From an optimization exercise on the open Yosys and OpenROAD flow, aimed at small area, a short achievable clock period and few clock cycles per item; shortcuts taken in it are not production practice.
The RTL was checked by simulation tests, not by an equivalence proof against the original design.
No activity file was given, so power comes from the tool's default toggle rates.

## oak
==> flow/design.v <==
module kg9_divider (
    input  wire        clk,
    input  wire        rst,
    input  wire        start,
    input  wire        sgn,
    input  wire [63:0] a,
    input  wire [63:0] b,
    output reg         ready,
    output reg         done,
    output wire [63:0] q,
    output wire [63:0] r,
    output reg         exc
);
    reg st_idle, st_s1, st_it, st_f1;
    reg [63:0] R;       
    reg [63:0] E;       
    reg [63:0] Q;       
    reg [6:0]  na, nb;  
    reg [5:0]  cnt;     
    reg        a_neg, b_neg;
    reg        x;       
    reg        inv;     
    reg [7:0]  zg;      
    reg        first;   
    reg        ex;      
    assign q = Q;
    assign r = R;
    reg  xc;                    
    wire neg_q = ~x;
    wire fill  = ~a_neg;        
    function [6:0] bitlen(input [63:0] v);
        integer i;
        begin
            bitlen = 7'd0;
            for (i = 0; i < 64; i = i + 1)
                if (v[i]) bitlen = i + 1;
        end
    endfunction
    wire in_a_neg = sgn & a[63];
    wire in_b_neg = sgn & b[63];
    wire [7:0] dn = {1'b0, na} - {1'b0, nb};
    wire [5:0] sh = dn[5:0];            
    wire       b_zero = (nb == 7'd0);
    wire       q_zero = dn[7];
    wire       s1_exit = b_zero | q_zero;
    reg  [64:0] kg, kp, kgn, kpn;
    integer kl, kk;
    always @* begin
        kg = {R & E, xc};
        kp = {R ^ E, 1'b0};
        for (kl = 0; kl < 7; kl = kl + 1) begin
            kgn = kg; kpn = kp;
            for (kk = 0; kk < 65; kk = kk + 1)
                if (kk >= (1 << kl)) begin
                    kgn[kk] = kg[kk] | (kp[kk] & kg[kk - (1 << kl)]);
                    kpn[kk] = kp[kk] & kp[kk - (1 << kl)];
                end
            kg = kgn; kp = kpn;
        end
    end
    wire [64:0] sum = {kg[64], (R ^ E) ^ kg[63:0]};
    wire        fits = sum[64] ^ a_neg;
    wire [7:0]  sum_nz;
    genvar gi;
    generate
        for (gi = 0; gi < 8; gi = gi + 1) begin : g_nz
            assign sum_nz[gi] = |sum[8*gi+7:8*gi];
        end
    endgenerate
    wire        last_zero = (zg == 8'd0);
    reg         m1;
    wire        evp = ~first & last_zero & a_neg & ~ex;
    wire use_c = neg_q & (sum[63] ^ ~a_neg);
    reg [63:0] eal;
    integer si;
    always @* begin
        eal = E ^ {64{x}};
        for (si = 0; si < 6; si = si + 1)
            if (sh[si]) eal = (eal << (1 << si)) | ({64{x}} & ((64'd1 << (1 << si)) - 64'd1));
    end
    wire newbit = ((ex | evp) ? 1'b0 : fits) ^ inv;
    wire last   = (cnt == 6'd0);
    wire fin = (st_s1 & s1_exit) | (st_it & last & ~a_neg) | st_f1;
    always @(posedge clk) begin
        if (rst) begin
            st_idle <= 1'b1;
            ready <= 1'b1;
            st_s1 <= 1'b0; st_it <= 1'b0; st_f1 <= 1'b0;
            done <= 1'b0;
        end else begin
            done    <= fin;
            ready   <= (ready & ~start) | fin;
            st_idle <= (st_idle & ~start) | fin;
            st_s1   <= st_idle & start;
            st_it   <= (st_s1 & ~s1_exit) | (st_it & ~last);
            st_f1   <= st_it & last & a_neg;
        end
    end
    always @(posedge clk) begin
        if (st_idle) begin
            R <= a;
            E <= b;
            a_neg <= in_a_neg;
            b_neg <= in_b_neg;
            x <= ~(in_a_neg ^ in_b_neg);
            xc <= ~(in_a_neg ^ in_b_neg);
            na <= bitlen(in_a_neg ? {~a[62:0], 1'b1} : a);
            nb <= bitlen(in_b_neg ? (~b | 64'd1) : b);
        end
        if (st_s1) begin
            cnt <= sh;
            ex  <= 1'b0;
            zg  <= sum_nz;
            first <= 1'b1;
            inv <= use_c;
            exc <= b_zero;
            if (s1_exit) begin
                Q <= 64'd0;
            end else begin
                Q <= {64{use_c}};
                if (use_c) R <= sum[63:0];
                E <= eal;
            end
        end
        if (st_it) begin
            begin
                if (first) m1 <= last_zero & a_neg & ~b_neg;
                if (fits) R <= sum[63:0];
                Q <= {Q[62:1], Q[0] ^ evp, newbit};
                zg <= sum_nz;
                first <= 1'b0;
                if (evp) ex <= 1'b1;
                if (!last) begin
                    E <= {fill, E[63:1]};
                    cnt <= cnt - 6'd1;
                end
            end
        end
        if (st_f1) begin
            if (ex | evp) R <= sum[63:0];
            Q <= m1 ? {64{1'b1}} : {Q[63:1], Q[0] ^ evp};
            exc <= b_neg & Q[63];
        end
    end
endmodule
==> flow/config.mk <==
export PLATFORM = sky130hd
export DESIGN_NAME = kg9_divider
export DESIGN_NICKNAME = kg9_divider
export VERILOG_FILES = /design/flow/design.v
export SDC_FILE = /design/flow/constraint.sdc
export NUM_CORES = 4
export LEC_CHECK = 0
export CAP_MARGIN = 20
export CORE_MARGIN = 2
export CORE_UTILIZATION = 40
export SETUP_SLACK_MARGIN = 4.0
export SLEW_MARGIN = 20
==> flow/constraint.sdc <==
create_clock -name core_clock -period 8.0 [get_ports {clk}]
set_input_delay 1.6000 -clock core_clock [delete_from_list [all_inputs] [get_ports {clk}]]
set_output_delay 1.6000 -clock core_clock [all_outputs]
set_load 0.01 [all_outputs]
standard.sh (not shown) runs the stock make flow with config.mk's settings and CLKGATE_MAP_FILE= SYNTH_SCRIPT=/design/flow/synth_recipe.tcl, a recipe that flattens the netlist after the stock synthesis.
==> flow/flow/run.sh <==
#!/bin/bash
# Standard layout; the port buffers are plain buf_1 cells instead of the
# delay buffers ORFS picks by default. Each tool's output goes to the logs
# that standard.sh's make writes under orfs/logs; make's own output is kept
# in standard.log.
export BUFFER_PORTS_ARGS="-buffer_cell sky130_fd_sc_hd__buf_1"
bash standard.sh > standard.log 2>&1
Testbench counts of oak, summed over its fixed seeds: cycles 56,892, ops 3,200.
Modified inputs, pine compared to oak
--- a/flow/config.mk
+++ b/flow/config.mk
@@ -7,6 +7,8 @@
 export LEC_CHECK = 0
-export CAP_MARGIN = 20
+export CAP_MARGIN = 10
 export CORE_MARGIN = 2
-export CORE_UTILIZATION = 40
+export CORE_UTILIZATION = 55
+export CTS_CLUSTER_DIAMETER = 90
+export CTS_CLUSTER_SIZE = 26
 export SETUP_SLACK_MARGIN = 4.0
-export SLEW_MARGIN = 20
+export SLEW_MARGIN = 10
==> comparison <==
- pine | status: complete | timing, DRC, antenna: pass
- pine gives less count of buffering cells on the critical path with inverters included than oak did.
- Diff oak -> pine: share of the final layout cell area in sequential cells saw an increase, final total power shrank by about 7.5%, area overhead of the layout relative to synthesis shrank by 4.3 points, number of nets still failing antenna checks after routing about even.

what the ideal ports hide:
The results above use ideal ports. As a check the final layouts listed here were re-extracted and re-timed, cells and wires unchanged.
Step 1 assumes that a clkbuf_16 drives the clock port and a buf_2 every other input.
Step 2 adds t to the input delays and takes it off the output delays; t is the mean of the earliest and latest rising clock arrival at the registers after step 1. Input paths then give back, and output paths get back, about the clock's delay inside the block.
Three values: ideal ports, drivers, drivers and shift; two values: the first two.
run | t, ns | slack for setup (ns) | worst setup path at the end | latest minus earliest clock arrival (ns)
oak | 0.656 | 4.028 / 4.028 / 3.513 | input to register | 0.038 / 0.038
pine | 0.579 | 4.033 / 4.033 / 3.656 | input to register | 0.021 / 0.021
After both steps setup and hold are still met in every run listed. The setup slack of oak, which loses most, moves by 0.000 ns with the drivers and by -0.515 ns with both steps.
